From an optimization exercise on the open Yosys and OpenROAD flow, aimed at small area, a short achievable clock period and few clock cycles per item; shortcuts taken in it are not production practice.
At most, simulation tests tie the RTL to the original design; equivalence was not proved.
Only the layout flow was run in runs 6 and 7; the RTL was not checked for function there.

`config.mk`:
```
export PLATFORM = sky130hd
export DESIGN_NAME = fx_sha256
export DESIGN_NICKNAME = fx_sha256
export VERILOG_FILES = /design/flow/design.v
export SDC_FILE = /design/flow/constraint.sdc
export NUM_CORES = 4
export LEC_CHECK = 0
export CAP_MARGIN = 20
export CORE_MARGIN = 2
export CORE_UTILIZATION = 40
export SLEW_MARGIN = 20
```
`flow/run.sh`:
```
#!/bin/bash
# Own layout flow: the standard flow (ORFS synthesis through the standard flow's synthesis
# script, floorplan, power grid, placement, CTS, routing) with three changes:
#  - synthesis skips Yosys's quick generic ABC pass before adder extraction
#    (SYNTH_ARGS=-noabc); the final ABC mapping still runs;
#  - port buffers are the smallest buffer instead of a delay cell;
#  - timing repair aims for a setup margin of 5.3 ns.
# The clock period and constraints are the design's.
set -euo pipefail
bash standard.sh "SYNTH_ARGS=-noabc" "SETUP_SLACK_MARGIN=5.3" \
  "BUFFER_PORTS_ARGS=-inputs -outputs -buffer_cell sky130_fd_sc_hd__buf_1" \
  finish > standard_make.log 2>&1
```
`standard.sh`:
```
#!/bin/bash
# synth_recipe.tcl (not shown) runs the flow's synth.tcl, then flattens the netlist and writes it again
# the make line also repeats each setting of config.mk as NAME=value (left out here)
make -C /OpenROAD-flow-scripts/flow DESIGN_CONFIG=/design/flow/config.mk WORK_HOME=/design/flow/orfs CLKGATE_MAP_FILE= SYNTH_SCRIPT=/design/flow/synth_recipe.tcl "${@:-finish}"
```
`design.v`:
```
module fx_sha256 (
    input  wire         clk,
    input  wire         rst,      
    input  wire         start,    
    input  wire         init,     
    input  wire [511:0] block,    
    output wire         ready,    
    output reg          done,     
    output wire [255:0] digest    
);
  localparam [255:0] IV = {32'h6a09e667, 32'hbb67ae85, 32'h3c6ef372, 32'ha54ff53a,
                           32'h510e527f, 32'h9b05688c, 32'h1f83d9ab, 32'h5be0cd19};
  reg         busy;      
  reg         fin;       
  reg         pend;      
  reg         initn;     
  reg         initf;     
  reg  [5:0]  rk;        
  reg  [2:0]  ph;        
  reg  [31:0] q [0:4];   
  reg  [31:0] p [0:4];   
  reg  [31:0] w [0:15];  
  reg  [31:0] a, b, c, d, e, f, g, h;
  reg  [31:0] x;         
  localparam [2047:0] KTAB = {
    32'hc67178f2, 32'hbef9a3f7, 32'ha4506ceb, 32'h90befffa,
    32'h8cc70208, 32'h84c87814, 32'h78a5636f, 32'h748f82ee,
    32'h682e6ff3, 32'h5b9cca4f, 32'h4ed8aa4a, 32'h391c0cb3,
    32'h34b0bcb5, 32'h2748774c, 32'h1e376c08, 32'h19a4c116,
    32'h106aa070, 32'hf40e3585, 32'hd6990624, 32'hd192e819,
    32'hc76c51a3, 32'hc24b8b70, 32'ha81a664b, 32'ha2bfe8a1,
    32'h92722c85, 32'h81c2c92e, 32'h766a0abb, 32'h650a7354,
    32'h53380d13, 32'h4d2c6dfc, 32'h2e1b2138, 32'h27b70a85,
    32'h14292967, 32'h06ca6351, 32'hd5a79147, 32'hc6e00bf3,
    32'hbf597fc7, 32'hb00327c8, 32'ha831c66d, 32'h983e5152,
    32'h76f988da, 32'h5cb0a9dc, 32'h4a7484aa, 32'h2de92c6f,
    32'h240ca1cc, 32'h0fc19dc6, 32'hefbe4786, 32'he49b69c1,
    32'hc19bf174, 32'h9bdc06a7, 32'h80deb1fe, 32'h72be5d74,
    32'h550c7dc3, 32'h243185be, 32'h12835b01, 32'hd807aa98,
    32'hab1c5ed5, 32'h923f82a4, 32'h59f111f1, 32'h3956c25b,
    32'he9b5dba5, 32'hb5c0fbcf, 32'h71374491, 32'h428a2f98};
  wire ld = fin | pend & ~busy;
  wire [31:0] s1  = {e[5:0], e[31:6]} ^ {e[10:0], e[31:11]} ^ {e[24:0], e[31:25]};
  wire [31:0] ch  = g ^ (e & (f ^ g));
  wire [31:0] s0  = {a[1:0], a[31:2]} ^ {a[12:0], a[31:13]} ^ {a[21:0], a[31:22]};
  wire [31:0] maj = (a & b) | (c & (a | b));
  function [63:0] csa(input [31:0] i0, input [31:0] i1, input [31:0] i2);
    csa = {i0 ^ i1 ^ i2, ((i0 & i1) | (i2 & (i0 | i1))) << 1};
  endfunction
  wire [63:0] e1  = csa(d, x, ch);
  wire [63:0] e2  = csa(e1[63:32], e1[31:0], s1);
  wire [31:0] e_n = e2[63:32] + e2[31:0];
  wire [63:0] a1  = csa(x, ch, maj);
  wire [63:0] a2  = csa(s1, s0, a1[63:32]);
  wire [63:0] a3  = csa(a2[63:32], a2[31:0], a1[31:0]);
  wire [31:0] a_n = a3[63:32] + a3[31:0];
  wire [31:0] ss0   = {w[1][6:0], w[1][31:7]} ^ {w[1][17:0], w[1][31:18]} ^ (w[1] >> 3);
  wire [31:0] ss1   = {w[14][16:0], w[14][31:17]} ^ {w[14][18:0], w[14][31:19]} ^ (w[14] >> 10);
  wire [31:0] w_new = ss1 + w[9] + ss0 + w[0];
  wire        addst = fin | (busy & ((rk >= 6'd62) | (rk == 6'd0)));
  reg  [31:0] iv_a, iv_e;
  always @(*) begin
    case (ph)
      3'd1: begin iv_a = IV[159:128]; iv_e = IV[31:0];   end
      3'd2: begin iv_a = IV[191:160]; iv_e = IV[63:32];  end
      3'd3: begin iv_a = IV[223:192]; iv_e = IV[95:64];  end
      default: begin iv_a = IV[255:224]; iv_e = IV[127:96]; end
    endcase
  end
  wire [31:0] fa_a = (initf ? iv_a : q[4]) + (addst ? a : 32'd0);
  wire [31:0] fa_e = (initf ? iv_e : p[4]) + (addst ? e : 32'd0);
  wire [31:0] k_t  = KTAB[32*rk +: 32];
  wire [31:0] x_h  = busy ? g : (initn ? IV[31:0] : p[2]);
  wire [63:0] x1   = csa(x_h, k_t, w[0]);
  wire [31:0] x_n  = x1[63:32] + x1[31:0];
  assign ready  = busy ? (rk == 6'd0) : (~fin & ~pend & (ph == 3'd3));
  wire   accept = start & ready;
  assign digest = {q[0], q[1], q[2], q[3], p[0], p[1], p[2], p[3]};
  integer i;
  always @(posedge clk) begin
    for (i = 0; i < 15; i = i + 1)
      w[i] <= accept ? block[511 - 32*i -: 32] : w[i + 1];
    w[15] <= accept ? block[31:0] : w_new;
    x <= x_n;
    if (busy)
      {a, b, c, d, e, f, g, h} <= {a_n, a, b, c, e_n, e, f, g};
    else
      {a, b, c, d, e, f, g, h} <= initn ? IV : {fa_a, q[0], q[1], q[2], fa_e, p[0], p[1], p[2]};
    q[0] <= fa_a; q[1] <= q[0]; q[2] <= q[1]; q[3] <= q[2]; q[4] <= q[3];
    p[0] <= fa_e; p[1] <= p[0]; p[2] <= p[1]; p[3] <= p[2]; p[4] <= p[3];
    if (accept) initn <= init;
    if (rst) begin
      busy  <= 1'b0;
      fin   <= 1'b0;
      pend  <= 1'b0;
      done  <= 1'b0;
      initf <= 1'b0;
      rk    <= 6'd0;
      ph    <= 3'd3;
    end else begin
      done <= fin;
      fin  <= 1'b0;
      pend <= accept;
      ph   <= (ph == 3'd4) ? 3'd0 : ph + 3'd1;
      rk   <= (busy & (rk != 6'd0)) | (ld & pend) ? rk + 6'd1 : 6'd0;
      if (busy) begin
        if (rk == 6'd0) begin
          busy <= 1'b0;
          fin  <= 1'b1;
        end
      end else if (ld) begin
        initf <= pend & initn;
        if (pend) busy <= 1'b1;
      end
    end
  end
endmodule
```
`constraint.sdc`:
```
create_clock -name core_clock -period 10.0 [get_ports {clk}]
set_input_delay 2.0000 -clock core_clock [delete_from_list [all_inputs] [get_ports {clk}]]
set_output_delay 2.0000 -clock core_clock [all_outputs]
set_load 0.01 [all_outputs]
```
==> results.toml, run 1 <==
[run_status]
status = "finished clean"

[clock_tree]
cts_tree = "done"
clockRootBuffer = "clkbuf_16"
clock_latency_ps = 780
cts_hold_buffers = 0
max-clock-path-buffers = 3
path_clk_slew_ps = 70
htree_levels = 3
numCtsBuffers = 117
clock-sinks = 1103

[floorplanning]
die_w_um = 363
die_h_um = 363
pin_count = 774
die_area_um2 = 132000
core_area_um2 = 128000
placementRows = 131
initial_core_util_pct = 40.4

[detailed_routing]
drc = 0
wl_per_cell_um = 26.8
viasPerCell = 5.47
drtIter0Drc = 4547
vias = 44754
wirelength_um = 219000
dr.pass1.iters = 6
ant_nets = 0

[place]
preCtsSetupSlack_ps = 3550
hpwl_um = 169000
io_buffers = 773
gp_routability_congestion = 0.980

[timing]
holdWs_ps = 348
slew_headroom_pct = 19.4
fin_tns_setup_ps = 0
setup_viol = 0
hold_violations = 0
rsz0062_at_grt = "yes"
period_minus_slack_ps = 4720
skew_ps = 58.9
worst_slack_ps = 5280
worst_pin_slew_ps = 1210
slew_viol_final = 0
period_share_pct = 47.2
fmax_mhz = 212

[layout]
largest_register_ffs = 512
area_growth_pct = 20.4
final_util_pct = 48.6
drive_gt1_share_pct = 9.61
fin_nets = 7353
top_register = "w"
num-fill-cells = 12343
reg_top3 = "w: 512 flops, p: 160 flops, q: 160 flops"

[global_routing]
grt_pass1_wl_um = 307000
antenna_found_initial = 32
grt_pass1_vias = 43615
grt_usage_pct = 32.3
grt_overflow = 0
use_met1_pct = 41.8
grt_max_degree = 225
met3_usage_pct = 7.18
grt_use_met2_pct = 51.5
busiest_layer = "met2"

[hold_path]
min_path_type = "register to register"

[setup_path]
cpMaxStageDelayCell = "fa_1"
cp_max_fo = 6
crit_family = "compound AO/OA/AOI/OAI gates"
cp.required_ps = 10670
path_cells = "mux2_2 > fa_1 > fa_1 > fa_1 > ha_1 > a2111o_1 > a31oi_4 > o21ai_4 > nor2b_4 > a211o_1 > o21ai_2 > a21oi_4 > a2111o_1 > o2111ai_2"
crit_path_end_kind = "register"
worstPathArrival_ps = 5390
path_buf_inv = 0
start_kind = "register"
cpPeakStageDelay_ps = 520
cpMostUsedCell = "fa_1"
critPathKind = "register to register"

[flow_run]
drv_cap = 0

[yosys]
syn_inst = 5704
ys_types = 87
ys_warn_count = 4
synthTopCellsByArea = "dfxtp_1 (43%), nand2_1 (12%), fa_1 (9.7%)"
ys_ff_latch = 1103
synth_async_sr_flop_share_pct = 0
synth_fp_nets = 6662
synth_area_um2 = 51600
synth_edf_count = 1
ys_seq_area_share_pct = 42.8
yosysTopAreaCellShare_pct = 42.8
synth_flop_cell = "dfxtp_1"
yosys.area.top_type = "dfxtp_1"
syn_area_per_cell_um2 = 9.05
## routing by layer
layer	share of wire (%)	wire, µm	vias up
met4	5.1	11200	10
met2	45	98800	2121
met5	0.026	58	-
met3	9.2	20100	423
li1	-	-	20407
met1	41	88900	21793
## cells in the mapped netlist, types with 38 or more instances
cell type,instances
o21ai_0,264
a21oi_1,277
nor2b_1,91
nand3_1,41
fa_1,251
o22a_1,112
nor2_1,194
ha_1,191
xor2_1,75
xnor2_1,347
a22o_1,98
inv_1,101
a21o_1,87
nand2_1,1638
clkbuf_1,302
dfxtp_1,1102
nand2b_1,43
nor3_1,38
## layout make-up
type                       instances  area, µm²  share of cell area [%]
inverter                         103        409                   0.658
clock buffer                     149       3220                    5.18
clock inverter                    68        853                    1.37
antenna                           29       72.6                   0.117
timing repair buffer             902       4390                    7.06
tap                             1662       2080                    3.35
sequential                      1103      22200                    35.8
multi-input combinational       4168      28900                    46.5
## metrics by stage
step	cells	cell area [µm²]
finish	8184	62200
global route	8175	62100
CTS	8119	61100
detailed placement	7854	55800
global placement	7854	55800
floorplan	5704	51600
## cells in the final DEF (no fill, tap or decap), types with 20 or more instances in the layout
cell type / netlist / layout
a21o_1: 87 / 87
a21oi_1: 277 / 263
a22o_1: 98 / 98
buf_1: 22 / 773
buf_4: 0 / 83
clkbuf_16: 0 / 118
clkinv_2: 0 / 20
dfxtp_1: 1102 / 1045
dfxtp_2: 0 / 32
dfxtp_4: 0 / 25
diode_2: 0 / 29
fa_1: 251 / 247
ha_1: 191 / 177
inv_1: 101 / 98
maj3_1: 32 / 23
mux2_2: 35 / 29
nand2_1: 1638 / 1619
nand2b_1: 43 / 39
nand3_1: 41 / 39
nor2_1: 194 / 179
nor2b_1: 91 / 84
nor3_1: 38 / 35
o21a_1: 21 / 21
o21ai_0: 264 / 235
o21bai_1: 21 / 20
o22a_1: 112 / 112
xnor2_1: 347 / 335
xor2_1: 75 / 73
## cell families (layout without fill, tap and decap cells)
family	count (synthesis)	in the layout	synth area share, %
and+or+nand+nor	2140	2140	17.0
xor gates and xnor gates	422	422	7.16
other	0	29	0
DFF	1103	1103	42.8
buffers and inverters	433	1222	3.16
muxes	38	38	0.822
AOI/OAI and AO/OA	1094	1094	14.1
adders and majority gates	474	474	15.0
## path summary, 6_finish.rpt
path,from,endpoint,slack (ps),depth (start not counted)
setup / recovery,e[7],a[28],5280,14
hold / removal,p[3][13],p[4][13],350,0
setup reg to reg,e[7],a[28],5280,14
hold reg to reg,p[3][13],p[4][13],350,0
## what timing repair did
item,in CTS,in global routing
pin swaps,31,52
setup buffers,41,35
setup endpoints to repair,515,45
gates cloned,7,1
gates resized for setup,200,155
## worst register-to-register path, cell delays in order, from the launching register on
cell and delay [ps]:
dfxtp_4 410, mux2_2 410, fa_1 490, fa_1 520
fa_1 430, ha_1 350, a2111o_1 430, a31oi_4 240
o21ai_4 120, nor2b_4 150, a211o_1 290, o21ai_2 190
a21oi_4 100, a2111o_1 450, o2111ai_2 90
Testbench counts, summed over its fixed seeds: cycles 83,224, blocks 1,280.
==> inputs of run 2 (changes only) <==
--- a/config.mk
+++ b/config.mk
@@ -8,4 +8,6 @@
 export CAP_MARGIN = 20
 export CORE_MARGIN = 2
 export CORE_UTILIZATION = 40
+export CTS_CLUSTER_DIAMETER = 100
+export CTS_CLUSTER_SIZE = 24
 export SLEW_MARGIN = 20
==> run 2 against run 1 <==
Fmax shrank 0.25%; critical path depth increased by 2; cell count fell by 1.7%; hold slack worse by 12 ps.
==> results.toml, run 2 <==
[yosys]
synth_flop_cell = "dfxtp_1"
synth_edf_count = 1
synth_area_um2 = 51600
ys_ff_latch = 1103
yosysTopAreaCellShare_pct = 42.8
yosys.area.top_type = "dfxtp_1"
ys_seq_area_share_pct = 42.8
ys_types = 87
ys_warn_count = 4
yosys-top-cells-count = "nand2_1 (1638), dfxtp_1 (1102), xnor2_1 (347)"
synth_async_sr_flop_share_pct = 0
synthTopCellsByArea = "dfxtp_1 (43%), nand2_1 (12%), fa_1 (9.7%)"
syn_area_per_cell_um2 = 9.05
yosys.cell_count.top_type = "nand2_1"
syn_inst = 5704
synth_fp_nets = 6662

[setup_path]
crit_path_end_kind = "register"
cpPeakStageDelay_ps = 540
cp.required_ps = 10630
path_buf_inv = 0
rrSetupSlack_ps = 5270
path_cells = "mux2_4 > fa_1 > fa_1 > fa_1 > ha_4 > fa_2 > a21o_1 > a21o_1 > a31oi_4 > o21ai_4 > nor2b_4 > a211o_1 > o21ai_2 > a21oi_4 > a2111o_1 > o2111ai_2"
start_kind = "register"
crit_family = "adder cells"
worstPathArrival_ps = 5360
cpMaxStageDelayCell = "fa_1"
critPathKind = "register to register"
cp_max_fo = 3
cpMostUsedCell = "fa_1"

[clock_tree]
clock-sinks = 1103
cts_tree = "done"
max-clock-path-buffers = 3
htree_levels = 2
path_clk_slew_ps = 110
numCtsBuffers = 55
clock_latency_ps = 720
clockRootBuffer = "clkbuf_16"

[place]
gp_routability_congestion = 0.980
hpwl_um = 169000
placed_cells = 7854
io_buffers = 773

[floorplanning]
initial_core_util_pct = 40.4
placementRows = 131
die_h_um = 363
die_area_um2 = 132000
pin_count = 774
die_w_um = 363
core_area_um2 = 128000

[hold_path]
min_path_type = "register to register"

[layout]
top_register = "w"
largest_register_ffs = 512
layout_commonest_cell = "nand2_1"
final_util_pct = 46.7
instances_no_fill = 8048
fin_nets = 7303
final_cell_mix = "nand2_1 (1621), dfxtp_1 (1039), buf_1 (773)"
drive_gt1_share_pct = 8.00
area_growth_pct = 15.7
num-fill-cells = 12587
reg_top3 = "w: 512 flops, p: 160 flops, q: 160 flops"

[detailed_routing]
vias = 44002
ant_nets = 0
wirelength_um = 217000
dr.pass1.iters = 6
drtIter0Drc = 4719
viasPerCell = 5.47
drc = 0
wl_per_cell_um = 26.9

[global_routing]
grt_use_met2_pct = 51.4
busiest_layer = "met2"
grt_pass1_vias = 42785
grt_pass1_wl_um = 303000
grt_usage_pct = 31.8
use_met1_pct = 41.6
grt_max_degree = 225
antenna_found_initial = 35
grt_overflow = 0
met3_usage_pct = 6.32

[timing]
fmax_mhz = 211
period_share_pct = 47.3
worst_pin_slew_ps = 1140
period_minus_slack_ps = 4730
holdWs_ps = 335
slew_headroom_pct = 24.2
slew_viol_final = 0
fin_tns_setup_ps = 0
setup_viol = 0
hold_violations = 0
skew_ps = 41.1
rsz0062_at_grt = "yes"

[run_status]
status = "finished clean"

[flow_run]
drv_cap = 0
[run 2: area by class of cell]
cell class | count | area (µm²) | area share [%]
well taps | 1662 | 2080 | 3.48
clock inverters | 14 | 178 | 0.298
clock buffers | 58 | 1410 | 2.36
inverters | 103 | 413 | 0.692
repair buffers | 914 | 4430 | 7.42
flip-flops and latches | 1103 | 22200 | 37.3
diodes | 26 | 65.1 | 0.109
multi-input cells | 4168 | 28900 | 48.4
[run 2: final timing paths]
check        startpoint  endpoint  cells after the start
min            q[3][20]  q[4][20]                      0
max reg2reg        e[2]     a[28]                     16
max                e[2]     a[28]                     16
min reg2reg    q[3][20]  q[4][20]                      0
[run 2: layer usage]
layer	wire, µm	vias to the layer above
met4	9750	10
met2	98700	1893
met5	65	-
met3	19100	337
li1	-	20217
met1	89000	21545
[run 2: repair_timing]
action | in CTS | in global routing
setup endpoints to repair | 535 | 55
resized for setup | 211 | 152
hold endpoints to repair | 0 | 0
hold buffers | 0 | 0
gates cloned | 5 | 2
pin swaps | 46 | 67
buffers inserted | 47 | 42
[run 2: logic make-up (layout without fill, tap and decap cells)]
kind of cell,after synthesis,count (layout),share of synthesized area [%]
AOI/OAI and AO/OA,1094,1094,14.1
xor gates and xnor gates,422,422,7.16
adders and majority gates,474,474,15.0
buffers and inverters,433,1089,3.16
DFF,1103,1103,42.8
muxes,38,38,0.822
other,0,26,0
and+or+nand+nor,2140,2140,17.0
[run 2: metrics by stage]
stage                     setup slack (ps)  instance area (µm²)
after floorplan                       5300                51600
after global placement                3630                55800
after detailed placement              3550                55800
after CTS                             5220                58700
after global routing                  5110                59700
final                                 5270                59700
==> inputs of run 3 (changes only) <==
==> flow/run.sh (replaced) <==
#!/bin/bash
# Own layout flow: the standard flow (ORFS synthesis through the standard flow's synthesis
# script, floorplan, power grid, placement, CTS, routing) with three changes:
#  - synthesis skips Yosys's quick generic ABC pass before adder extraction
#    (SYNTH_ARGS=-noabc); the final ABC mapping still runs;
#  - port buffers are the smallest buffer instead of a delay cell;
#  - timing repair aims for a setup margin of 5.6 ns.
# The clock period and constraints are the design's.
set -euo pipefail
bash standard.sh "SYNTH_ARGS=-noabc" "SETUP_SLACK_MARGIN=5.6" \
  "BUFFER_PORTS_ARGS=-inputs -outputs -buffer_cell sky130_fd_sc_hd__buf_1" \
  finish > standard_make.log 2>&1
--- a/config.mk
+++ b/config.mk
@@ -8,6 +8,4 @@
 export CAP_MARGIN = 20
 export CORE_MARGIN = 2
 export CORE_UTILIZATION = 40
-export CTS_CLUSTER_DIAMETER = 100
-export CTS_CLUSTER_SIZE = 24
 export SLEW_MARGIN = 20
==> run 3 against run 2 <==
Still clean on timing, DRC and antenna; setup slack better by 86 ps; register-to-register slack better by 90 ps; fmax up 1.8%; area after synthesis unchanged; global-route usage up 0.90 points; synthesized cell count unchanged; clock-buffer cell count up 100; largest cell class unchanged.
==> results.toml, run 3 <==
[run_status]
status = "finished clean"

[floorplanning]
core_area_um2 = 128000
die_area_um2 = 132000
die_h_um = 363
initial_core_util_pct = 40.4
die_w_um = 363
pin_count = 774
placementRows = 131

[setup_path]
path_buf_inv = 0
start_kind = "register"
crit_family = "adder cells"
cp.required_ps = 10670
path_cells = "mux2_4 > fa_1 > fa_1 > fa_1 > ha_2 > fa_2 > a21o_1 > a21o_1 > a31oi_4 > o21ai_4 > nor2b_4 > a211o_4 > o21ai_4 > a21oi_4 > a2111o_1 > o2111ai_2"
cpMostUsedCell = "fa_1"
cpMaxStageDelayCell = "fa_1"
crit_path_end_kind = "register"
cp_max_fo = 3
critPathKind = "register to register"
worstPathArrival_ps = 5310
cpPeakStageDelay_ps = 510

[detailed_routing]
drc = 0
ant_nets = 0
drtIter0Drc = 4562
vias = 45276
dr.pass1.iters = 6
wirelength_um = 224000
viasPerCell = 5.47
wl_per_cell_um = 27.0

[flow_run]
drv_cap = 0

[place]
placed_cells = 7849
hpwl_um = 170000
io_buffers = 773
gp_routability_congestion = 0.970

[timing]
fmax_mhz = 215
skew_ps = 52.8
slew_headroom_pct = 24.4
rsz0062_at_grt = "yes"
slew_viol_final = 0
fin_tns_setup_ps = 0
period_share_pct = 46.4
worst_pin_slew_ps = 1130
period_minus_slack_ps = 4640
holdWs_ps = 347
hold_violations = 0
setup_viol = 0

[yosys]
syn_inst = 5704
yosys-top-cells-count = "nand2_1 (1638), dfxtp_1 (1102), xnor2_1 (347)"
syn_area_per_cell_um2 = 9.05
synth_edf_count = 1
yosys.area.top_type = "dfxtp_1"
synthTopCellsByArea = "dfxtp_1 (43%), nand2_1 (12%), fa_1 (9.7%)"
ys_types = 87
synth_flop_cell = "dfxtp_1"
ys_seq_area_share_pct = 42.8
ys_ff_latch = 1103
ys_warn_count = 4
synth_area_um2 = 51600
synth_fp_nets = 6662
yosys.cell_count.top_type = "nand2_1"
synth_async_sr_flop_share_pct = 0
yosysTopAreaCellShare_pct = 42.8

[layout]
area_growth_pct = 25.1
reg_top3 = "w: 512 flops, p: 160 flops, q: 160 flops"
final_cell_mix = "nand2_1 (1605), dfxtp_1 (1006), buf_1 (772)"
largest_register_ffs = 512
fin_nets = 7459
layout_commonest_cell = "nand2_1"
num-fill-cells = 12175
top_register = "w"
instances_no_fill = 8276
drive_gt1_share_pct = 13.9

[global_routing]
grt_pass1_wl_um = 310000
grt_max_degree = 240
grt_pass1_vias = 43499
grt_overflow = 0
grt_usage_pct = 32.7
antenna_found_initial = 26

[clock_tree]
numCtsBuffers = 114
path_clk_slew_ps = 70
max-clock-path-buffers = 3
clock-sinks = 1103
clockRootBuffer = "clkbuf_16"
htree_levels = 3
cts_hold_buffers = 0
cts_tree = "done"
clock_latency_ps = 770

[hold_path]
min_path_type = "register to register"
## run 3: layout make-up
type / instances / area [µm²] / share of cell area, %
inverters: 103 / 429 / 0.665
flip-flops and latches: 1103 / 22300 / 34.6
well taps: 1662 / 2080 / 3.22
diodes: 15 / 37.5 / 0.0581
clock inverters: 56 / 768 / 1.19
multi-input cells: 4168 / 30000 / 46.5
repair buffers: 1011 / 5650 / 8.75
clock buffers: 158 / 3250 / 5.03
## run 3: kinds of logic (layout without fill, tap and decap cells)
logic type / Yosys count / in the layout / synth area share, %
mux: 38 / 38 / 0.822
xor+xnor: 422 / 422 / 7.16
buf+inv: 433 / 1328 / 3.16
simple gates: 2140 / 2140 / 17.0
flops: 1103 / 1103 / 42.8
compound gates: 1094 / 1094 / 14.1
other cells: 0 / 15 / 0
fa+ha+maj: 474 / 474 / 15.0
## run 3: routing by layer
layer  share of wire (%)  track usage (%)  vias to the layer above
li1                    -                -                    20632
met1                  40             41.9                    22071
met2                  45             52.4                     2134
met3                 9.4             7.76                      419
met4                 5.0             14.3                       20
met5               0.059                0                        -
## run 3: through the flow
stage | setup WS [ps] | instance area (µm²) | utilization, %
final | 5360 | 64600 | 50.5
after floorplan | 5520 | 51700 | -
after global routing | 5220 | 64600 | 50.5
after global placement | 3830 | 55800 | 43.7
after CTS | 5290 | 62800 | 49.1
after detailed placement | 3780 | 55800 | 43.7
## run 3: path summary, 6_finish.rpt
kind                 from  endpoint  slack [ps]  depth (start not counted)
setup / recovery     e[2]     a[28]        5360                         16
hold / removal    q[3][6]   q[4][6]         350                          0
hold reg to reg   q[3][6]   q[4][6]         350                          0
setup reg to reg     e[2]     a[28]        5360                         16
## run 3: timing repair
item,CTS,global route
hold endpoints to repair,0,0
resized for setup,417,269
setup endpoints to repair,559,88
pin swaps,93,119
buffers inserted,107,72
cloned,16,3
==> inputs of run 4 (changes only) <==
==> flow/run.sh (replaced) <==
#!/bin/bash
# Own layout flow: the standard flow (ORFS synthesis through the standard flow's synthesis
# script, floorplan, power grid, placement, CTS, routing) with three changes:
#  - synthesis skips Yosys's quick generic ABC pass before adder extraction
#    (SYNTH_ARGS=-noabc); the final ABC mapping still runs;
#  - port buffers are the smallest buffer instead of a delay cell;
#  - timing repair aims for a setup margin of 6.0 ns.
# The clock period and constraints are the design's.
set -euo pipefail
bash standard.sh "SYNTH_ARGS=-noabc" "SETUP_SLACK_MARGIN=6.0" \
  "BUFFER_PORTS_ARGS=-inputs -outputs -buffer_cell sky130_fd_sc_hd__buf_1" \
  finish > standard_make.log 2>&1
--- a/config.mk
+++ b/config.mk
@@ -5,7 +5,11 @@
 export SDC_FILE = /design/flow/constraint.sdc
 export NUM_CORES = 4
 export LEC_CHECK = 0
+export ABC_AREA = 1
 export CAP_MARGIN = 20
 export CORE_MARGIN = 2
 export CORE_UTILIZATION = 40
+export CTS_CLUSTER_DIAMETER = 100
+export CTS_CLUSTER_SIZE = 24
+export PLACE_DENSITY = 0.72
 export SLEW_MARGIN = 20
==> run 4 against run 3 <==
Clock skew is 10 ps higher; synthesized cell count rose by 27%; still clean; design area fell by 0.70%; non-clock buffer count fell by 149.
==> results.toml, run 4 <==
[setup_path]
worstPathArrival_ps = 4690
start_kind = "register"
rrSetupSlack_ps = 5930
crit_path_end_kind = "register"
cp_max_fo = 5
r2r_end = "a[30]"
critPathKind = "register to register"
ff2ff_path_depth = 15
startpoint = "a[2]"
cp.required_ps = 10620
cp-endpoint = "a[30]"
r2r_start = "a[2]"

[timing]
fin_tns_setup_ps = 0
setup_viol = 0
skew_ps = 63.0
period_minus_slack_ps = 4070
slew_headroom_pct = 33.0
worst_pin_slew_ps = 1010
rsz0062_at_grt = "yes"
holdWs_ps = 333
period_share_pct = 40.7
slew_viol_final = 0
hold_violations = 0
fmax_mhz = 246

[detailed_routing]
dr.pass1.iters = 9
viasPerCell = 5.32
ant_nets = 0
met3_length_um = 24300
wl_per_cell_um = 25.8
vias = 52090
wirelength_um = 253000
drc = 0
wl_met1_um = 95700
wl_met2_um = 115000
dr.max_layer_used = "met5"
drtIter0Drc = 5851

[floorplanning]
pin_count = 774
initial_core_util_pct = 40.2
die_w_um = 376
core_area_um2 = 137000
die_h_um = 376
placementRows = 136
die_area_um2 = 141000

[global_routing]
grt_usage_pct = 34.6
grt_pass1_wl_um = 352000
grt_overflow = 0
antenna_found_initial = 24
grt_max_degree = 206
grt_pass1_vias = 49984

[place]
placed_cells = 9645
io_buffers = 773
hpwl_um = 208000
gp_routability_congestion = 1.08

[yosys]
synth_edf_count = 1
post_synth_and_or_nand_nor_area_fraction_pct = 27.0
ys_ff_latch = 1103
muxShareOfSynthArea_pct = 0
syn_inst = 7260
synth_flop_cell = "dfxtp_1"
ys_seq_area_share_pct = 40.0
yosys.area.top_type = "dfxtp_1"
ys_types = 53
synth_top_family_by_area = "simple AND/OR/NAND/NOR gates"
synthXorXnorAreaFrac_pct = 4.95
synth_fp_nets = 8218
syn_area_per_cell_um2 = 7.61
ys_warn_count = 4
yosysTopAreaCellShare_pct = 39.9
synthAdderAreaFrac_pct = 14.0
synthTopCellsByArea = "dfxtp_1 (40%), nand2_1 (19%), fa_1 (9.1%)"
synth_compound_area_share_pct = 7.89
synth_async_sr_flop_share_pct = 0
yosys-top-cells-count = "nand2_1 (2839), dfxtp_1 (1102), inv_1 (642)"
synth_area_um2 = 55200
yosys.cell_count.top_type = "nand2_1"

[flow_run]
drv_cap = 0

[layout]
largest_register_ffs = 512
fin_nets = 8927
area_growth_pct = 16.0
reg_top3 = "w: 512 flops, p: 160 flops, q: 160 flops"
layout_commonest_cell = "nand2_1"
top_register = "w"
drive_gt1_share_pct = 7.11
instances_no_fill = 9793
final_cell_mix = "nand2_1 (2798), dfxtp_1 (1044), buf_1 (772)"

[clock_tree]
path_clk_slew_ps = 100
clock_latency_ps = 750
cts_hold_buffers = 0
numCtsBuffers = 59
htree_levels = 2
cts_tree = "done"
clock-sinks = 1103
clockRootBuffer = "clkbuf_16"
max-clock-path-buffers = 3

[run_status]
status = "finished clean"

[hold_path]
min_path_type = "register to register"
## run 4: cell types whose count changed in the layout (fill, tap and decap cells not counted), moves of 104 or more
cell     previous run  this run
inv_1              94       621
nand3_1            34       268
buf_4             162        58
nor2_1            174       429
nand2_1          1605      2798
xnor2_1           320       156
## run 4: metrics by stage
step	setup slack, ps	instance area (µm²)	utilization, %
detailed placement	4280	59700	43.5
CTS	5930	62600	45.6
global route	5890	64100	46.7
global placement	4300	59700	43.5
finish	5930	64100	46.7
floorplan	6480	55200	-
## run 4: worst min path at each step
stage              from  depth (start not counted)  slack (ps)       end
2_1_floorplan   p[3][0]                          0         380   p[4][0]
3_3_place_gp    q[3][1]                          0         330   q[4][1]
3_5_place_dp    p[3][7]                          0         340   p[4][7]
4_1_cts        p[3][13]                          0         340  p[4][13]
5_1_grt        p[3][13]                          0         350  p[4][13]
6_report       p[3][13]                          0         330  p[4][13]
## run 4: repair_timing
action | CTS | global route
endpoints found under the setup margin | 475 | 170
gates cloned | 3 | 5
gates resized for setup | 261 | 286
pin swaps | 13 | 39
buffers inserted | 21 | 28
## run 4: logic make-up after synthesis
logic type | after synthesis
xor gates and xnor gates | 312
and+or+nand+nor | 3763
buffers and inverters | 866
AOI/OAI and AO/OA | 743
DFF | 1103
adders and majority gates | 473
## run 4: worst max-delay path: stages (launching register included)
cell	delay, ps
dfxtp_4	360
maj3_2	340
fa_1	580
fa_1	450
fa_1	600
ha_4	160
fa_2	200
nand2_2	80
o21ai_4	350
nand3_1	150
nand3_2	170
nand2_1	90
nand3_1	100
nand3_1	150
nand2_1	120
inv_1	40
## run 4: cell type report
class / count / area [µm²]
fillers: 13898 / 73200
multi-input cells: 5293 / 31400
flip-flops and latches: 1103 / 22200
repair buffers: 862 / 3920
inverters: 650 / 2530
well taps: 1794 / 2240
clock buffers: 63 / 1490
clock inverters: 20 / 287
diodes: 8 / 20.0
## run 4: layer usage
layer / global-route usage [%] / vias to the layer above
met4: 19.1 / 24
li1: - / 24156
met2: 56.9 / 2731
met3: 8.47 / 653
met1: 41.5 / 24526
met5: 0 / -
==> inputs of run 5 (changes only) <==
--- a/config.mk
+++ b/config.mk
@@ -11,5 +11,4 @@
 export CORE_UTILIZATION = 40
 export CTS_CLUSTER_DIAMETER = 100
 export CTS_CLUSTER_SIZE = 24
-export PLACE_DENSITY = 0.72
 export SLEW_MARGIN = 20
==> run 5 against run 4 <==
Core utilization up 0.15 points; sequential share of layout area down 0.079 points; die area unchanged; non-clock buffer count up 10; first-iteration DRC count down 20%; highest routed layer unchanged.
==> results.toml, run 5 <==
[global_routing]
antenna_found_initial = 39
grt_usage_pct = 34.9
grt_max_degree = 221
grt_overflow = 0
grt_pass1_vias = 49976
grt_pass1_wl_um = 355000

[yosys]
synth_compound_area_share_pct = 7.89
synth_fp_nets = 8218
synthTopCellsByArea = "dfxtp_1 (40%), nand2_1 (19%), fa_1 (9.1%)"
synth_edf_count = 1
ys_seq_area_share_pct = 40.0
synthAdderAreaFrac_pct = 14.0
yosys-top-cells-count = "nand2_1 (2839), dfxtp_1 (1102), inv_1 (642)"
synth_area_um2 = 55200
ys_warn_count = 4
synth_top_family_by_area = "simple AND/OR/NAND/NOR gates"
synth_flop_cell = "dfxtp_1"
syn_area_per_cell_um2 = 7.61
ys_ff_latch = 1103
yosysTopAreaCellShare_pct = 39.9
yosys.area.top_type = "dfxtp_1"
syn_inst = 7260
synth_async_sr_flop_share_pct = 0
ys_types = 53
post_synth_and_or_nand_nor_area_fraction_pct = 27.0
synthXorXnorAreaFrac_pct = 4.95
muxShareOfSynthArea_pct = 0
yosys.cell_count.top_type = "nand2_1"

[floorplanning]
initial_core_util_pct = 40.2
die_area_um2 = 141000
pin_count = 774
die_w_um = 376
die_h_um = 376
placementRows = 136
core_area_um2 = 137000

[run_status]
status = "finished clean"

[timing]
worst_pin_slew_ps = 1250
slew_headroom_pct = 15.9
fin_tns_setup_ps = 0
period_minus_slack_ps = 4020
hold_violations = 0
skew_ps = 55.5
holdWs_ps = 348
period_share_pct = 40.2
setup_viol = 0
slew_viol_final = 0
fmax_mhz = 249
worst_slack_ps = 5980
rsz0062_at_grt = "yes"

[detailed_routing]
drtIter0Drc = 4689
drc = 0
vias = 51750
ant_nets = 0
dr.pass1.iters = 6
wl_per_cell_um = 26.0
wirelength_um = 255000
viasPerCell = 5.28

[setup_path]
crit_path_end_kind = "register"
cp_max_fo = 5
cpPeakStageDelay_ps = 580
cp.required_ps = 10610
path_cells = "inv_1 > xor2_2 > fa_1 > fa_1 > ha_4 > fa_2 > nand2_2 > o21ai_4 > nand3_1 > nand3_2 > nand2_1 > nand2_1 > nand2_1 > nand3_1 > nand2_1 > inv_1"
cpMostUsedCell = "nand2_1"
cpMaxStageDelayCell = "dfxtp_1"
critPathKind = "register to register"
worstPathArrival_ps = 4630
start_kind = "register"
path_buf_inv = 2
crit_family = "adder cells"

[layout]
final_cell_mix = "nand2_1 (2802), dfxtp_1 (1030), buf_1 (772)"
largest_register_ffs = 512
area_growth_pct = 16.4
layout_commonest_cell = "nand2_1"
top_register = "w"
fin_nets = 8935
drive_gt1_share_pct = 7.60
reg_top3 = "w: 512 flops, p: 160 flops, q: 160 flops"

[place]
hpwl_um = 209000
gp_routability_congestion = 1.02
preCtsSetupSlack_ps = 4950
io_buffers = 773

[clock_tree]
cts_tree = "done"
max-clock-path-buffers = 3
path_clk_slew_ps = 100
clock-sinks = 1103
htree_levels = 2
clockRootBuffer = "clkbuf_16"
clock_latency_ps = 740
cts_hold_buffers = 0
numCtsBuffers = 58

[flow_run]
drv_cap = 0

[hold_path]
min_path_type = "register to register"
[run 5: cells by family after synthesis]
kind of cell    count (synthesis)
compound gates                743
buf+inv                       866
xor+xnor                      312
fa+ha+maj                     473
simple gates                 3763
flops                        1103
[run 5: worst paths after layout]
kind / start / endpoint / slack [ps] / depth (start not counted)
worst min-delay path: q[3][31] / q[4][31] / 350 / 0
worst max register to register: a[24] / a[30] / 5980 / 16
worst min register to register: q[3][31] / q[4][31] / 350 / 0
worst max-delay path: a[24] / a[30] / 5980 / 16
[run 5: area by class of cell]
type | count | area, µm²
repair inverters | 1 | 8.76
well taps | 1794 | 2240
multi-input cells | 5291 | 31500
repair buffers | 872 | 4080
fillers | 14207 | 73000
diodes | 14 | 35.0
inverters | 650 | 2530
clock inverters | 17 | 267
clock buffers | 62 | 1490
flip-flops and latches | 1103 | 22200
[run 5: per-layer routing]
metal	vias to the layer above	part of all wire, %	global-route usage (%)
met3	614	7.6	6.24
met4	40	6.5	18.2
li1	24203	-	-
met5	-	0.11	0
met2	2360	47	59.6
met1	24533	39	41.9
[run 5: timing repair]
| action | CTS | global route |
|---|---|---|
| setup buffers | 25 | 31 |
| pin swaps | 12 | 38 |
| resized for setup | 299 | 302 |
| endpoints found under the setup margin | 169 | 122 |
| gates cloned | 3 | 6 |
[run 5: stage by stage]
stage | area, µm² | util (%) | cells
6_report | 64300 | 46.8 | 9804
5_1_grt | 64300 | 46.8 | 9803
4_1_cts | 62800 | 45.7 | 9753
3_5_place_dp | 59700 | 43.5 | 9646
3_3_place_gp | 59700 | 43.5 | 9646
2_1_floorplan | 55200 | - | 7260
==> inputs of run 6 (changes only) <==
--- a/design.v
+++ b/design.v
@@ -79,8 +79,8 @@
   integer i;
   always @(posedge clk) begin
     for (i = 0; i < 15; i = i + 1)
-      w[i] <= accept ? block[511 - 32*i -: 32] : w[i + 1];
-    w[15] <= accept ? block[31:0] : w_new;
+      w[i] <= ready ? block[511 - 32*i -: 32] : w[i + 1];
+    w[15] <= ready ? block[31:0] : w_new;
     x <= x_n;
     if (busy)
       {a, b, c, d, e, f, g, h} <= {a_n, a, b, c, e_n, e, f, g};
@@ -88,7 +88,7 @@
       {a, b, c, d, e, f, g, h} <= initn ? IV : {fa_a, q[0], q[1], q[2], fa_e, p[0], p[1], p[2]};
     q[0] <= fa_a; q[1] <= q[0]; q[2] <= q[1]; q[3] <= q[2]; q[4] <= q[3];
     p[0] <= fa_e; p[1] <= p[0]; p[2] <= p[1]; p[3] <= p[2]; p[4] <= p[3];
-    if (accept) initn <= init;
+    if (ready) initn <= init;
     if (rst) begin
       busy  <= 1'b0;
       fin   <= 1'b0;
==> run 6 against run 5 <==
Still clean; area after synthesis hardly changed; setup slack worse by 17 ps; synthesized cell count stayed put; cell count hardly changed; clock skew is 16 ps lower; first-iteration DRC count is 0.70% higher; largest cell class unchanged.
==> results.toml, run 6 <==
[run_status]
status = "finished clean"

[place]
placed_cells = 9638
io_buffers = 773
hpwl_um = 206000
gp_routability_congestion = 1.03
postPlaceCellArea_um2 = 59700

[hold_path]
min_path_type = "register to register"
whs_path_depth = 0
hold_end = "q[4][24]"
hold_start = "q[3][24]"

[floorplanning]
die_h_um = 376
die_w_um = 376
initial_core_util_pct = 40.3
pin_count = 774
core_area_um2 = 137000
placementRows = 136
die_area_um2 = 141000

[global_routing]
grt_pass1_vias = 49292
grt_overflow = 0
grt_usage_pct = 34.5
grt_max_degree = 147
grt_pass1_wl_um = 351000
antenna_found_initial = 34

[detailed_routing]
vias = 51568
ant_nets = 0
drc = 0
drtIter0Drc = 4722
dr.pass1.iters = 9
viasPerCell = 5.26
wl_per_cell_um = 25.7
wirelength_um = 252000

[yosys]
yosys.cell_count.top_type = "nand2_1"
yosysTopAreaCellShare_pct = 39.9
ys_ff_latch = 1103
yosys-top-cells-count = "nand2_1 (2827), dfxtp_1 (1102), inv_1 (652)"
synth_async_sr_flop_share_pct = 0
syn_area_per_cell_um2 = 7.62
syn_inst = 7260
ys_types = 52
synthTopCellsByArea = "dfxtp_1 (40%), nand2_1 (19%), fa_1 (9.1%)"
synth_edf_count = 1
ys_seq_area_share_pct = 39.9
synth_fp_nets = 8218
synth_flop_cell = "dfxtp_1"
ys_warn_count = 4
synth_area_um2 = 55300
yosys.area.top_type = "dfxtp_1"

[timing]
skew_ps = 39.6
fin_tns_setup_ps = 0
slew_headroom_pct = 21.6
setup_viol = 0
period_share_pct = 40.4
rsz0062_at_grt = "yes"
fmax_mhz = 248
period_minus_slack_ps = 4040
worst_pin_slew_ps = 1160
slew_viol_final = 0
holdWs_ps = 339
hold_violations = 0

[clock_tree]
clock_latency_ps = 740
cts_hold_buffers = 0
cts_tree = "done"
path_clk_slew_ps = 100
clock-sinks = 1103
clockRootBuffer = "clkbuf_16"
max-clock-path-buffers = 3
numCtsBuffers = 57
htree_levels = 2

[layout]
drive_gt1_share_pct = 7.56
area_growth_pct = 16.1
fin_area_um2 = 64200
largest_register_ffs = 512
final_cell_mix = "nand2_1 (2791), dfxtp_1 (1038), buf_1 (772)"
reg_top3 = "w: 512 flops, p: 160 flops, q: 160 flops"
layout_commonest_cell = "nand2_1"
top_register = "w"
fin_nets = 8934
instances_no_fill = 9801

[setup_path]
crit_family = "adder cells"
worstPathArrival_ps = 4680
r2r_end = "a[28]"
cp.required_ps = 10640
cpPeakStageDelay_ps = 540
rrSetupSlack_ps = 5960
r2r_start = "e[27]"
cpMostUsedCell = "nand2_1"
path_buf_inv = 0
cp_max_fo = 5
ff2ff_path_depth = 15
startpoint = "e[27]"
start_kind = "register"
cpMaxStageDelayCell = "fa_1"
critPathKind = "register to register"
crit_path_end_kind = "register"
path_cells = "nand2_1 > o21ai_1 > fa_1 > fa_1 > fa_1 > ha_1 > nand2_1 > nor2_2 > nand2_1 > nor3_1 > nand2_1 > nand2_1 > nand2_1 > nand3_1 > nand2_1"

[flow_run]
drv_cap = 0
## run 6: how the worst max path moves through the flow
stage                       end  slack, ps  cells after the start
after CTS                 a[16]       6000                     15
final                     a[28]       5960                     15
after global routing      a[19]       5820                     26
after global placement    a[30]       4610                     22
after detailed placement  x[21]       4480                     18
after floorplan           a[30]       6470                     16
## run 6: metrics by stage
stage,setup WS (ps),util [%]
after floorplan,6470,-
after global placement,4610,43.5
after detailed placement,4480,43.5
after CTS,6000,45.6
after global routing,5820,46.8
final,5960,46.8
## run 6: kinds of logic after synthesis
group | share of synthesized area (%)
AOI/OAI and AO/OA | 7.83
xor gates and xnor gates | 5.02
adders and majority gates | 14.0
buffers and inverters | 6.37
DFF | 39.9
and+or+nand+nor | 26.9
## run 6: cell type report
class / count / area, µm²
multi-input cells: 5273 / 31400
repair buffers: 868 / 3980
diodes: 13 / 32.5
clock inverters: 15 / 216
inverters: 670 / 2640
well taps: 1794 / 2240
repair inverters: 3 / 26.3
fillers: 14181 / 73100
flip-flops and latches: 1103 / 22200
clock buffers: 62 / 1480
## run 6: repair_timing
| action | in CTS | in global routing |
|---|---|---|
| pin swaps | 15 | 34 |
| endpoints found under the setup margin | 469 | 295 |
| resized for setup | 267 | 286 |
| buffers inserted | 30 | 30 |
| cloned | 5 | 8 |
## run 6: layer usage
layer	vias to the layer above	share of wire, %	track usage, %
met4	22	5.6	16.7
li1	24149	-	-
met2	2260	48	59.4
met1	24596	38	41.4
met5	-	0.060	0
met3	541	7.6	6.20
==> inputs of run 7 (changes only) <==
==> flow/run.sh (replaced) <==
#!/bin/bash
# Own layout flow: the standard flow (ORFS synthesis through the standard flow's synthesis
# script, floorplan, power grid, placement, CTS, routing) with three changes:
#  - synthesis skips Yosys's quick generic ABC pass before adder extraction
#    (SYNTH_ARGS=-noabc); the final ABC mapping still runs;
#  - port buffers are the smallest buffer instead of a delay cell;
#  - timing repair aims for a setup margin of 5.8 ns.
# The clock period and constraints are the design's.
set -euo pipefail
bash standard.sh "SYNTH_ARGS=-noabc" "SETUP_SLACK_MARGIN=5.8" \
  "BUFFER_PORTS_ARGS=-inputs -outputs -buffer_cell sky130_fd_sc_hd__buf_1" \
  finish > standard_make.log 2>&1
==> run 7 against run 6 <==
Largest cell class unchanged; design area decreased by 2.1%; cell count decreased by 0.39%; still clean on timing, DRC and antenna; clock skew decreased by 3.9 ps; critical endpoint is now ready.
==> results.toml, run 7 <==
[run_status]
status = "finished clean"

[yosys]
ys_warn_count = 4
ys_seq_area_share_pct = 39.9
synth_top_family_by_area = "simple AND/OR/NAND/NOR gates"
synth_async_sr_flop_share_pct = 0
synth_edf_count = 1
synth_fp_nets = 8218
synthTopCellsByArea = "dfxtp_1 (40%), nand2_1 (19%), fa_1 (9.1%)"
yosys.cell_count.top_type = "nand2_1"
ys_types = 52
synth_flop_cell = "dfxtp_1"
yosys.area.top_type = "dfxtp_1"
synthXorXnorAreaFrac_pct = 5.02
ys_ff_latch = 1103
synth_area_um2 = 55300
post_synth_and_or_nand_nor_area_fraction_pct = 26.9
syn_inst = 7260
yosysTopAreaCellShare_pct = 39.9
syn_area_per_cell_um2 = 7.62
muxShareOfSynthArea_pct = 0
yosys-top-cells-count = "nand2_1 (2827), dfxtp_1 (1102), inv_1 (652)"
synthAdderAreaFrac_pct = 14.0
synth_compound_area_share_pct = 7.83

[layout]
drive_gt1_share_pct = 4.66
reg_top3 = "w: 512 flops, p: 160 flops, q: 160 flops"
top_register = "w"
multiInputGateArea_um2 = 30600
largest_register_ffs = 512
fin_area_um2 = 62900
regArea_um2 = 22100
final_util_pct = 45.8
layout_commonest_cell = "nand2_1"
num-fill-cells = 14304
area_growth_pct = 13.7
fin_nets = 8894
final_cell_mix = "nand2_1 (2812), dfxtp_1 (1080), buf_1 (773)"

[timing]
setup_viol = 0
period_minus_slack_ps = 4140
fmax_mhz = 242
worst_pin_slew_ps = 1200
holdWs_ps = 342
fin_tns_setup_ps = 0
slew_viol_final = 0
skew_ps = 35.7
period_share_pct = 41.4
slew_headroom_pct = 19.2
hold_violations = 0
rsz0062_at_grt = "yes"

[clock_tree]
path_clk_slew_ps = 100
clock-sinks = 1103
max-clock-path-buffers = 3
numCtsBuffers = 57
clock_latency_ps = 740
clockRootBuffer = "clkbuf_16"
htree_levels = 2
cts_tree = "done"

[floorplanning]
die_area_um2 = 141000
core_area_um2 = 137000
pin_count = 774
initial_core_util_pct = 40.3
placementRows = 136
die_w_um = 376
die_h_um = 376

[global_routing]
grt_overflow = 0
grt_pass1_vias = 49006
grt_max_degree = 147
grt_usage_pct = 34.3
antenna_found_initial = 35
grt_pass1_wl_um = 349000

[place]
hpwl_um = 206000
io_buffers = 773
gp_routability_congestion = 1.03
postPlaceCellArea_um2 = 59700

[detailed_routing]
vias = 51057
wl_per_cell_um = 25.5
drtIter0Drc = 4540
dr.pass1.iters = 7
drc = 0
wirelength_um = 249000
ant_nets = 0
viasPerCell = 5.23

[setup_path]
worstPathArrival_ps = 2140
cp.required_ps = 8000
crit_path_end_kind = "output pin"
critPathKind = "register to output pin"
start_kind = "register"
cp_max_fo = 17

[flow_run]
drv_cap = 0

[hold_path]
min_path_type = "register to register"
[run 7: final cells by class]
type / count / share of cell area, %
clock buffers: 62 / 2.35
flip-flops and latches: 1103 / 35.2
clock inverters: 15 / 0.344
inverters: 670 / 4.16
multi-input cells: 5272 / 48.6
diodes: 15 / 0.0597
repair buffers: 832 / 5.70
well taps: 1794 / 3.57
[run 7: worst max-delay path, cell delays in order (launching register included)]
cell and delay (ps):
dfxtp_1 360, buf_8 190, nor2_4 300, nand4_4 210
nand2_8 170, buf_1 160
[run 7: through the flow]
step / std cells / worst slack (ps)
after CTS: 9730 / 5790
after global routing: 9761 / 5720
after global placement: 9638 / 4610
after detailed placement: 9638 / 4480
after floorplan: 7260 / 6470
final: 9763 / 5860
[run 7: kinds of logic after synthesis]
family | after synthesis
AND/OR/NAND/NOR | 3741
AO/OA/AOI/OAI | 739
buffers and inverters | 887
XOR/XNOR | 317
adder cells (fa/ha/maj) | 473
flip-flops | 1103
[run 7: final timing paths]
check / end / cells after the start / from / slack (ps)
max: ready / 5 / rk[2] / 5860
min: q[4][24] / 0 / q[3][24] / 340
max reg2reg: a[31] / 14 / e[23] / 5890
min reg2reg: q[4][24] / 0 / q[3][24] / 340
[run 7: what timing repair did]
item | 4_1_cts | 5_1_grt
hold buffers | 0 | 0
pin swaps | 7 | 8
gates cloned | 2 | 2
buffers inserted | 13 | 16
setup endpoints to repair | 355 | 275
resized for setup | 148 | 156
[run 7: layer usage]
metal	global-route usage [%]	vias up	wire length, µm
met5	0	-	157
met3	6.03	525	17500
met2	59.2	2142	120000
met4	16.3	22	14000
met1	41.1	24277	97200
li1	-	24091	-
==> inputs of run 8 (changes only) <==
--- a/design.v
+++ b/design.v
@@ -22,23 +22,6 @@
   reg  [31:0] w [0:15];  
   reg  [31:0] a, b, c, d, e, f, g, h;
   reg  [31:0] x;         
-  localparam [2047:0] KTAB = {
-    32'hc67178f2, 32'hbef9a3f7, 32'ha4506ceb, 32'h90befffa,
-    32'h8cc70208, 32'h84c87814, 32'h78a5636f, 32'h748f82ee,
-    32'h682e6ff3, 32'h5b9cca4f, 32'h4ed8aa4a, 32'h391c0cb3,
-    32'h34b0bcb5, 32'h2748774c, 32'h1e376c08, 32'h19a4c116,
-    32'h106aa070, 32'hf40e3585, 32'hd6990624, 32'hd192e819,
-    32'hc76c51a3, 32'hc24b8b70, 32'ha81a664b, 32'ha2bfe8a1,
-    32'h92722c85, 32'h81c2c92e, 32'h766a0abb, 32'h650a7354,
-    32'h53380d13, 32'h4d2c6dfc, 32'h2e1b2138, 32'h27b70a85,
-    32'h14292967, 32'h06ca6351, 32'hd5a79147, 32'hc6e00bf3,
-    32'hbf597fc7, 32'hb00327c8, 32'ha831c66d, 32'h983e5152,
-    32'h76f988da, 32'h5cb0a9dc, 32'h4a7484aa, 32'h2de92c6f,
-    32'h240ca1cc, 32'h0fc19dc6, 32'hefbe4786, 32'he49b69c1,
-    32'hc19bf174, 32'h9bdc06a7, 32'h80deb1fe, 32'h72be5d74,
-    32'h550c7dc3, 32'h243185be, 32'h12835b01, 32'hd807aa98,
-    32'hab1c5ed5, 32'h923f82a4, 32'h59f111f1, 32'h3956c25b,
-    32'he9b5dba5, 32'hb5c0fbcf, 32'h71374491, 32'h428a2f98};
   wire ld = fin | pend & ~busy;
   wire [31:0] s1  = {e[5:0], e[31:6]} ^ {e[10:0], e[31:11]} ^ {e[24:0], e[31:25]};
   wire [31:0] ch  = g ^ (e & (f ^ g));
@@ -69,7 +52,43 @@
   end
   wire [31:0] fa_a = (initf ? iv_a : q[4]) + (addst ? a : 32'd0);
   wire [31:0] fa_e = (initf ? iv_e : p[4]) + (addst ? e : 32'd0);
-  wire [31:0] k_t  = KTAB[32*rk +: 32];
+  reg  [31:0] k_t;
+  always @(*) begin
+    case (rk)
+      6'd0:  k_t = 32'h428a2f98; 6'd1:  k_t = 32'h71374491;
+      6'd2:  k_t = 32'hb5c0fbcf; 6'd3:  k_t = 32'he9b5dba5;
+      6'd4:  k_t = 32'h3956c25b; 6'd5:  k_t = 32'h59f111f1;
+      6'd6:  k_t = 32'h923f82a4; 6'd7:  k_t = 32'hab1c5ed5;
+      6'd8:  k_t = 32'hd807aa98; 6'd9:  k_t = 32'h12835b01;
+      6'd10: k_t = 32'h243185be; 6'd11: k_t = 32'h550c7dc3;
+      6'd12: k_t = 32'h72be5d74; 6'd13: k_t = 32'h80deb1fe;
+      6'd14: k_t = 32'h9bdc06a7; 6'd15: k_t = 32'hc19bf174;
+      6'd16: k_t = 32'he49b69c1; 6'd17: k_t = 32'hefbe4786;
+      6'd18: k_t = 32'h0fc19dc6; 6'd19: k_t = 32'h240ca1cc;
+      6'd20: k_t = 32'h2de92c6f; 6'd21: k_t = 32'h4a7484aa;
+      6'd22: k_t = 32'h5cb0a9dc; 6'd23: k_t = 32'h76f988da;
+      6'd24: k_t = 32'h983e5152; 6'd25: k_t = 32'ha831c66d;
+      6'd26: k_t = 32'hb00327c8; 6'd27: k_t = 32'hbf597fc7;
+      6'd28: k_t = 32'hc6e00bf3; 6'd29: k_t = 32'hd5a79147;
+      6'd30: k_t = 32'h06ca6351; 6'd31: k_t = 32'h14292967;
+      6'd32: k_t = 32'h27b70a85; 6'd33: k_t = 32'h2e1b2138;
+      6'd34: k_t = 32'h4d2c6dfc; 6'd35: k_t = 32'h53380d13;
+      6'd36: k_t = 32'h650a7354; 6'd37: k_t = 32'h766a0abb;
+      6'd38: k_t = 32'h81c2c92e; 6'd39: k_t = 32'h92722c85;
+      6'd40: k_t = 32'ha2bfe8a1; 6'd41: k_t = 32'ha81a664b;
+      6'd42: k_t = 32'hc24b8b70; 6'd43: k_t = 32'hc76c51a3;
+      6'd44: k_t = 32'hd192e819; 6'd45: k_t = 32'hd6990624;
+      6'd46: k_t = 32'hf40e3585; 6'd47: k_t = 32'h106aa070;
+      6'd48: k_t = 32'h19a4c116; 6'd49: k_t = 32'h1e376c08;
+      6'd50: k_t = 32'h2748774c; 6'd51: k_t = 32'h34b0bcb5;
+      6'd52: k_t = 32'h391c0cb3; 6'd53: k_t = 32'h4ed8aa4a;
+      6'd54: k_t = 32'h5b9cca4f; 6'd55: k_t = 32'h682e6ff3;
+      6'd56: k_t = 32'h748f82ee; 6'd57: k_t = 32'h78a5636f;
+      6'd58: k_t = 32'h84c87814; 6'd59: k_t = 32'h8cc70208;
+      6'd60: k_t = 32'h90befffa; 6'd61: k_t = 32'ha4506ceb;
+      6'd62: k_t = 32'hbef9a3f7; default: k_t = 32'hc67178f2;
+    endcase
+  end
   wire [31:0] x_h  = busy ? g : (initn ? IV[31:0] : p[2]);
   wire [63:0] x1   = csa(x_h, k_t, w[0]);
   wire [31:0] x_n  = x1[63:32] + x1[31:0];
==> flow/run.sh (replaced) <==
#!/bin/bash
# Own layout flow: the standard flow (ORFS synthesis through the standard flow's synthesis
# script, floorplan, power grid, placement, CTS, routing) with three changes:
#  - synthesis skips Yosys's quick generic ABC pass before adder extraction
#    (SYNTH_ARGS=-noabc); the final ABC mapping still runs;
#  - port buffers are the smallest buffer instead of a delay cell;
#  - timing repair aims for a setup margin of 6.0 ns.
# The clock period and constraints are the design's.
set -euo pipefail
bash standard.sh "SYNTH_ARGS=-noabc" "SETUP_SLACK_MARGIN=6.0" \
  "BUFFER_PORTS_ARGS=-inputs -outputs -buffer_cell sky130_fd_sc_hd__buf_1" \
  finish > standard_make.log 2>&1
==> run 8 against run 7 <==
Still clean on timing, DRC and antenna; fmax rose by 3.6%; sequential share of layout area rose by 1.1 points; critical path type is now input port to register; die area fell by 1.9%; register-to-register slack improved by 210 ps; design area rose by 0.12%; flip-flop and latch count rose by 32; largest cell class unchanged.
==> results.toml, run 8 <==
[floorplanning]
die_h_um = 372
initial_core_util_pct = 40.2
core_area_um2 = 135000
die_w_um = 372
die_area_um2 = 139000
pin_count = 774
placementRows = 135

[global_routing]
grt_pass1_wl_um = 347000
grt_overflow = 0
grt_usage_pct = 35.0
antenna_found_initial = 35
grt_pass1_vias = 48537
grt_max_degree = 214

[clock_tree]
clock_latency_ps = 730
numCtsBuffers = 58
max-clock-path-buffers = 3
cts_tree = "done"
clock-sinks = 1135
htree_levels = 2
clockRootBuffer = "clkbuf_16"
path_clk_slew_ps = 100
cts_hold_buffers = 0

[place]
preCtsSetupSlack_ps = 5010
placed_cells = 9169
gp_routability_congestion = 1.01
io_buffers = 773
hpwl_um = 202000
postPlaceCellArea_um2 = 58800

[timing]
holdWs_ps = 347
slew_viol_final = 0
hold_violations = 0
period_minus_slack_ps = 3990
skew_ps = 46.0
worst_pin_slew_ps = 1120
setup_viol = 0
slew_headroom_pct = 25.1
period_share_pct = 39.9
worst_slack_ps = 6010
fmax_mhz = 251
fin_tns_setup_ps = 0
rsz0062_at_grt = "yes"

[hold_path]
min_path_type = "register to register"
whs_path_depth = 0
hold_start = "p[3][21]"
hold_end = "p[4][21]"

[yosys]
yosys.area.top_type = "dfxtp_1"
synth_async_sr_flop_share_pct = 0
ys_seq_area_share_pct = 41.9
synth_area_um2 = 54200
synthTopCellsByArea = "dfxtp_1 (42%), nand2_1 (17%), fa_1 (9.3%)"
synth_edf_count = 1
yosys.cell_count.top_type = "nand2_1"
ys_ff_latch = 1135
synthAdderAreaFrac_pct = 14.2
synth_compound_area_share_pct = 8.70
synth_flop_cell = "dfxtp_1"
syn_inst = 6811
syn_area_per_cell_um2 = 7.96
synth_fp_nets = 7769
yosysTopAreaCellShare_pct = 41.8
ys_warn_count = 4
post_synth_and_or_nand_nor_area_fraction_pct = 25.1
yosys-top-cells-count = "nand2_1 (2510), dfxtp_1 (1134), inv_1 (409)"
ys_types = 51
synth_top_family_by_area = "simple AND/OR/NAND/NOR gates"
synthXorXnorAreaFrac_pct = 5.54
muxShareOfSynthArea_pct = 0

[detailed_routing]
drtIter0Drc = 4865
viasPerCell = 5.32
wl_per_cell_um = 26.8
vias = 49630
dr.pass1.iters = 6
ant_nets = 0
wirelength_um = 250000
drc = 0

[setup_path]
ff2ff_path_depth = 16
path_cells = "buf_1 > inv_2 > nand4_2 > nand2_2 > nand2_1 > o21ai_0 > nand3_1 > nand2_1"
cpMostUsedCell = "nand2_1"
cp.required_ps = 10640
cpPeakStageDelay_ps = 550
r2r_end = "a[27]"
worstPathArrival_ps = 4630
r2r_start = "a[4]"
crit_path_end_kind = "register"
cp_max_fo = 15
start_kind = "input port"
rrSetupSlack_ps = 6100
cpMaxStageDelayCell = "nand4_2"
critPathKind = "input port to register"

[run_status]
status = "finished clean"

[layout]
fin_nets = 8468
reg_top3 = "w: 512 flops, p: 160 flops, q: 160 flops"
layout_commonest_cell = "nand2_1"
final_util_pct = 46.6
area_growth_pct = 16.0
largest_register_ffs = 512
top_register = "w"
fin_area_um2 = 62900
instances_no_fill = 9325
final_cell_mix = "nand2_1 (2486), dfxtp_1 (1061), buf_1 (772)"
drive_gt1_share_pct = 7.48
num-fill-cells = 13798

[flow_run]
drv_cap = 0
==> run 8: layout make-up <==
class / instances / area (µm²) / share of cell area [%]
clock inverter: 14 / 169 / 0.268
sequential: 1135 / 22800 / 36.3
inverter: 419 / 1630 / 2.59
timing repair buffer: 858 / 3820 / 6.07
tap: 1781 / 2230 / 3.54
clock buffer: 66 / 1540 / 2.45
multi-input combinational: 5038 / 30700 / 48.7
antenna: 14 / 35.0 / 0.0557
==> run 8: worst max-delay path by stage <==
stage	startpoint	end	slack, ps	cells past startpoint
6_report	rst	k_t[27]	6010	8
3_5_place_dp	rst	k_t[16]	5010	10
4_1_cts	ph[0]	ready	5860	6
2_1_floorplan	rk[0]	ready	6310	8
5_1_grt	e[2]	a[27]	5940	18
3_3_place_gp	rst	k_t[16]	4950	10
==> run 8: cells by family after synthesis <==
logic type	Yosys count
and+or+nand+nor	3394
DFF	1135
AOI/OAI and AO/OA	827
buffers and inverters	640
adders and majority gates	473
xor gates and xnor gates	342
==> run 8: worst max-delay path: cells and delay by family <==
family          cells  cell delay, ps
buf+inv             2             570
simple gates        5            1570
compound gates      1             490
==> run 8: timing repair <==
action / 4_1_cts / 5_1_grt
cloned: 4 / 3
gates resized for setup: 264 / 254
pin swaps: 11 / 48
buffers inserted: 26 / 29
setup endpoints to repair: 396 / 222
==> run 8: routing by layer <==
layer | wire length [µm] | vias to the layer above | global-route usage (%)
met5 | 213 | - | 0
li1 | - | 23095 | -
met2 | 120000 | 2047 | 60.5
met4 | 15400 | 32 | 17.3
met1 | 96300 | 23959 | 41.6
met3 | 18200 | 497 | 6.32
Testbench counts of run 8, summed over its fixed seeds: cycles 83,224, blocks 1,280.

[re-timing with driven ports]
In the flow no input, the clock included, has a driving cell. The finished layouts below were timed again as built, in two steps.
Step 1: set_driving_cell puts a clkbuf_16 on clk and a buf_2 on each other input, an assumption about the parent block.
Step 2 also shifts input and output timing later by t, the mid clock arrival at the registers, as if the neighbouring blocks saw the same clock.
a / b / c = no drivers / after step 1 / after step 2; a / b = the first two.
run | shift t [ns] | setup slack, ns | latest minus earliest clock arrival (ns)
run 1 | 0.816 | 5.283 / 5.273 / 4.736 | 0.060 / 0.059
run 2 | 0.760 | 5.271 / 5.271 / 4.756 | 0.045 / 0.045
run 3 | 0.803 | 5.357 / 5.357 / 4.942 | 0.056 / 0.056
run 4 | 0.795 | 5.930 / 5.896 / 5.413 | 0.076 / 0.076
run 5 | 0.801 | 5.981 / 5.981 / 5.358 | 0.058 / 0.058
run 6 | 0.807 | 5.964 / 5.964 / 5.964 | 0.039 / 0.040
run 7 | 0.808 | 5.864 / 5.776 / 5.887 | 0.038 / 0.038
run 8 | 0.796 | 6.008 / 5.969 / 5.272 | 0.046 / 0.046
After both steps every run listed still meets setup and hold. The setup slack of run 8, which loses most, moves by -0.039 ns with the drivers and by -0.736 ns with both steps.
